This design comes from an exercise in tuning for small area and a short achievable clock period on the open sky130 flow, not from production work.
In this exercise RTL edits were held to simulation tests only and were not proved equivalent to the original.

Design dec79_codec, start of the top module:
module dec79_codec (
    input  wire        clk,
    input  wire        rst,             
    input  wire        enc_in_valid,
    input  wire [63:0] enc_in_data,
    output wire        enc_out_valid,
    output wire [78:0] enc_out_word,
    input  wire        dec_in_valid,
    input  wire [78:0] dec_in_word,
    output wire        dec_out_valid,
    output wire [78:0] dec_out_word,
    output wire [1:0]  dec_out_nfix,
    output wire        dec_out_uncorr
);
function automatic [6:0] gf_mul(input [6:0] a, input [6:0] b);
    reg [6:0] acc;
    reg [6:0] sh;
    integer i;
    begin
        acc = 7'd0;
        sh  = a;
        for (i = 0; i < 7; i = i + 1) begin
            if (b[i])
                acc = acc ^ sh;
            sh = {sh[5:0], 1'b0} ^ (sh[6] ? 7'b0001001 : 7'b0000000);
        end
        gf_mul = acc;
    end
endfunction
function automatic [6:0] gf_inv3(input [6:0] a);
    begin
        case (a)
            7'd0: gf_inv3 = 7'd0;
            7'd1: gf_inv3 = 7'd1;
            7'd2: gf_inv3 = 7'd17;
            7'd3: gf_inv3 = 7'd24;
            7'd4: gf_inv3 = 7'd19;
            7'd5: gf_inv3 = 7'd82;
            7'd6: gf_inv3 = 7'd3;
            7'd7: gf_inv3 = 7'd122;
            7'd8: gf_inv3 = 7'd49;
            7'd9: gf_inv3 = 7'd56;
            7'd10: gf_inv3 = 7'd40;
            7'd11: gf_inv3 = 7'd33;
            7'd12: gf_inv3 = 7'd51;
            7'd13: gf_inv3 = 7'd4;
  ...
export LEC_CHECK = 0
export CAP_MARGIN = 20
export CORE_MARGIN = 2
export CORE_UTILIZATION = 40
export CTS_CLUSTER_DIAMETER = 150
export CTS_CLUSTER_SIZE = 30
export PLACE_DENSITY = 0.6
export SETUP_SLACK_MARGIN = 0.4
export SLEW_MARGIN = 20
create_clock -name core_clock -period 22.0 [get_ports {clk}]
standard.sh (not shown) runs the stock make flow with config.mk's settings and CLKGATE_MAP_FILE= SYNTH_SCRIPT=/design/flow/synth_recipe.tcl, a recipe that flattens the netlist after the stock synthesis.
==> flow/flow/run.sh <==
#!/bin/bash
MARGIN=${MARGIN:-16.5}
export BUFFER_PORTS_ARGS="-buffer_cell sky130_fd_sc_hd__buf_1"
sed -e "s/SETUP_SLACK_MARGIN=[-0-9.]*/SETUP_SLACK_MARGIN=$MARGIN/" standard.sh > standard_margin.sh
bash standard_margin.sh > standard.log 2>&1
Edit:
- CORE_UTILIZATION: 40 -> 60
- CTS_CLUSTER_DIAMETER: 150 -> unset
- CTS_CLUSTER_SIZE: 30 -> unset
- PLACE_DENSITY: 0.6 -> 0.75
Effect:
- The new run went through all stages and came out clean
- maximum frequency barely changes
- worst setup slack hardly moves
- core utilization goes up by 24 points
- cell area climbs by 1.7%
- clock skew shrinks by 17 ps
- count of clock-buffer cells in the layout goes up by 36
Edit:
==> flow/flow/run.sh (replaced) <==
#!/bin/bash
# The standard layout (standard.sh), with plain buf_1 cells as the port buffers.
export BUFFER_PORTS_ARGS="-buffer_cell sky130_fd_sc_hd__buf_1"
bash standard.sh > standard.log 2>&1
- CORE_UTILIZATION: 60 -> 40
- PLACE_DENSITY: 0.75 -> 0.6
Outcome: Worst hold slack gets worse by 7.0 ps. Routed wire length grows by a few percent. Register-to-register slack gets worse by 710 ps. Cell count goes up by a little under a tenth. Setup slack is worse by 540 ps. Final area increases slightly. Core utilization shrinks by 23 points.
Edit:
==> flow/flow/run.sh (replaced) <==
#!/bin/bash
MARGIN=${MARGIN:-16.5}
export BUFFER_PORTS_ARGS="-buffer_cell sky130_fd_sc_hd__buf_1"
sed -e "s/SETUP_SLACK_MARGIN=[-0-9.]*/SETUP_SLACK_MARGIN=$MARGIN/" standard.sh > standard_margin.sh
bash standard_margin.sh > standard.log 2>&1
- CORE_UTILIZATION: 40 -> 60
- CTS_CLUSTER_DIAMETER: unset -> 150
- CTS_CLUSTER_SIZE: unset -> 30
- PLACE_DENSITY: 0.6 -> 0.75
Effect:
- The changed run produced a clean layout
- flip-flop and latch count stays the same
- non-clock buffer count climbs by 3
- fmax climbs by roughly a tenth
- routed wire length drops by a few percent

Setup of v13:
Another version of the RTL of dec79_codec (not shown whole).
For scale: about 1700 cells after synthesis, about 410 flip-flops, about 310 I/O pins.
Design dec79_codec, start of the top module:
module dec79_codec (
    input  wire        clk,
    input  wire        rst,             
    input  wire        enc_in_valid,
    input  wire [63:0] enc_in_data,
    output wire        enc_out_valid,
    output wire [78:0] enc_out_word,
    input  wire        dec_in_valid,
    input  wire [78:0] dec_in_word,
    output wire        dec_out_valid,
    output wire [78:0] dec_out_word,
    output wire [1:0]  dec_out_nfix,
    output wire        dec_out_uncorr
);
function automatic [6:0] gf_mul(input [6:0] a, input [6:0] b);
    reg [6:0] acc;
    reg [6:0] sh;
    integer i;
    begin
        acc = 7'd0;
        sh  = a;
        for (i = 0; i < 7; i = i + 1) begin
            if (b[i])
                acc = acc ^ sh;
            sh = {sh[5:0], 1'b0} ^ (sh[6] ? 7'b0001001 : 7'b0000000);
        end
        gf_mul = acc;
    end
endfunction
localparam [128*7-1:0] INV3 = {
    7'h0d, 7'h74, 7'h30, 7'h3c, 7'h68, 7'h1b, 7'h76, 7'h0f,
    7'h54, 7'h7e, 7'h4a, 7'h3f, 7'h06, 7'h29, 7'h43, 7'h23,
    7'h66, 7'h2a, 7'h14, 7'h09, 7'h3b, 7'h61, 7'h37, 7'h4d,
  ...
export LEC_CHECK = 0
export CAP_MARGIN = 20
export CORE_MARGIN = 2
export CORE_UTILIZATION = 60
export CTS_CLUSTER_DIAMETER = 120
export CTS_CLUSTER_SIZE = 24
export PLACE_DENSITY = 0.75
export SETUP_SLACK_MARGIN = 0.4
export SLEW_MARGIN = 20
create_clock -name core_clock -period 22.0 [get_ports {clk}]
==> flow/flow/run.sh <==
#!/bin/bash
MARGIN=16.5
W=$PWD
{
  echo "proc abc {args} { set i [lsearch -exact \$args -script]; if {\$i >= 0} { lset args [expr {\$i + 1}] $W/flow/abc.script }; yosys abc {*}\$args }"
  cat synth_recipe.tcl
} > own_synth.tcl
export BUFFER_PORTS_ARGS="-buffer_cell sky130_fd_sc_hd__buf_1"
sed -e "s/SETUP_SLACK_MARGIN=[-0-9.]*/SETUP_SLACK_MARGIN=$MARGIN/" \
    -e "s#SYNTH_SCRIPT=[^ ]*#SYNTH_SCRIPT=$W/own_synth.tcl#" standard.sh > own_standard.sh
bash own_standard.sh > standard.log 2>&1
==> flow/flow/abc.script <==
strash
dc2
dch
map -a
mfs
map -a
topo
Modified inputs, v35 compared to v13
diff --git a/flow/flow/run.sh b/flow/flow/run.sh
--- a/flow/flow/run.sh
+++ b/flow/flow/run.sh
@@ -8,0 +9 @@
+export CTS_ARGS="-sink_clustering_enable -repair_clock_nets -sink_clustering_size 16 -sink_clustering_max_diameter 80 -buf_list sky130_fd_sc_hd__clkbuf_8 -root_buf sky130_fd_sc_hd__clkbuf_16"
@@ -10,0 +12 @@
+# make writes each step's tool output to its own log under orfs/logs/.
[summary]
- | post-route minimum period | v35 vs v13 | better |
- Diff v35..v13 | fraction of standard cell area that is sequential | negligible
- Per the comparison of v35 with v13, worst setup slack after layout saw an increase.
Inputs modified between v35 and v38:
diff --git a/flow/flow/run.sh b/flow/flow/run.sh
--- a/flow/flow/run.sh
+++ b/flow/flow/run.sh
@@ -2 +2 @@
-MARGIN=16.5
+MARGIN=16.3
[summary]
Re final worst-path cycle share: v38 is 0.67 points up on v35. v38 vs. v35: number of fillers in the final layout went up 27, post-layout worst setup margin went down by 0.15 ns, highest achievable clock rate fell about 2.6%, wire length per cell roughly the same, total number of vias did not really move. Slew at the pin closest to its max-slew limit, v35 and v38: higher on v35. v35 -> v38: first-pass GRT wire length flat. Looking at v35 and v38, the minimum hold slack is a wash.
Input-level comparison between v40 and v38:
diff --git a/flow/flow/run.sh b/flow/flow/run.sh
--- a/flow/flow/run.sh
+++ b/flow/flow/run.sh
@@ -2 +2 @@
-MARGIN=16.3
+MARGIN=16.5
@@ -9 +8,0 @@
-export CTS_ARGS="-sink_clustering_enable -repair_clock_nets -sink_clustering_size 16 -sink_clustering_max_diameter 80 -buf_list sky130_fd_sc_hd__clkbuf_8 -root_buf sky130_fd_sc_hd__clkbuf_16"
@@ -12 +10,0 @@
-# make writes each step's tool output to its own log under orfs/logs/.
==> flow/flow/abc.script <==
strash
dch
map -a
mfs
map -a
topo
## What came out
Between v40 and v38, compound-gate portion of the synthesized area is higher for v40, v38 comes in under that. Diff v38 -> v40 | number of unique standard cell types used by synthesis | down by a little under 10%. In the flow results for v40 and v38, the wire length is larger on v38. Changes observed in v40 relative to v38: fraction of area in registers decreased by 0.86 points relative to the old numbers, number of cells produced by synthesis increased by about 0.9% relative to the old numbers, overall die area closely matched the old numbers, data arrival time of the critical path decreased by 0.14 ns relative to the old numbers, transition time at the pin with the least slew margin increased by 0.27 ns relative to the old numbers.
Changes in v28 relative to v40:
==> flow/flow/abc.script <==
strash
dch
map -a
mfs
map -a
mfs
map -a
topo
==> notes.md <==
- The placed wire-length estimate after detailed placement in v28 was higher than what v40 gave.
- There was hardly any difference in met1 layer wirelength in the final routing between v28 and v40.
- Worst setup path startpoint: enc_w_r[55]$_DFF_P_ -> v40, enc_w_r[66]$_DFF_P_ -> v28
- In v28, the full die area came out 0.31% above the value in v40.
- Post-layout instance count excluding filler cells, v28 vs v40: up slightly
- Compared with v40, v28 shows a clock-buffer cell count that is 1 lower.
- Wire length up 1.2% in v28 wrt v40
Edits applied to the flow inputs when going from v28 to v27:
Settings: a change of CORE_UTILIZATION from 60 to 55; a change of PLACE_DENSITY from 0.75 to 0.7.
==> flow/flow/abc.script <==
strash
dch
map -a
mfs
map -a
topo
==> notes.md <==
- Number of antenna repair diodes: v27 higher than v28
- Compared with v28, v27 shows setup slack higher by 0.0096 ns.

[what the ideal ports hide]
The results above use ideal ports. As a check the final layouts listed here were re-extracted and re-timed, cells and wires unchanged.
Step 1 sets driving cells, clkbuf_16 on the clock port and buf_2 on the other inputs (assumed; they add their load-dependent delay and slew).
Step 2 also shifts input and output timing later by t, the mid clock arrival at the registers, as if the neighbouring blocks saw the same clock.
Three values: ideal ports, drivers, drivers and shift; two values: the first two.
| run | t (ns) | slack for setup (ns) | worst slew at a driven data input, ns | pins driven straight from the clock port |
|---|---|---|---|---|
| the first run of note 1 | 0.607 | 16.502 / 16.443 / 16.579 | 0.09 | 1 |
| the second run of note 1 | 0.593 | 16.502 / 16.450 / 16.675 | 0.07 | 1 |
| the third run of note 1 | 0.625 | 15.964 / 15.964 / 15.964 | 0.09 | 1 |
| the fourth run of note 1 | 0.569 | 16.516 / 16.467 / 16.673 | 0.06 | 1 |
| v13 | 0.595 | 16.513 / 16.462 / 16.796 | 0.09 | 1 |
| v35 | 0.586 | 16.534 / 16.483 / 16.814 | 0.09 | 1 |
| v38 | 0.591 | 16.386 / 16.336 / 16.570 | 0.09 | 1 |
| v40 | 0.585 | 16.529 / 16.476 / 16.731 | 0.08 | 1 |
| v28 | 0.595 | 16.505 / 16.453 / 16.729 | 0.08 | 1 |
| v27 | 0.589 | 16.514 / 16.459 / 16.560 | 0.09 | 1 |
After both steps every run listed still meets setup and hold.
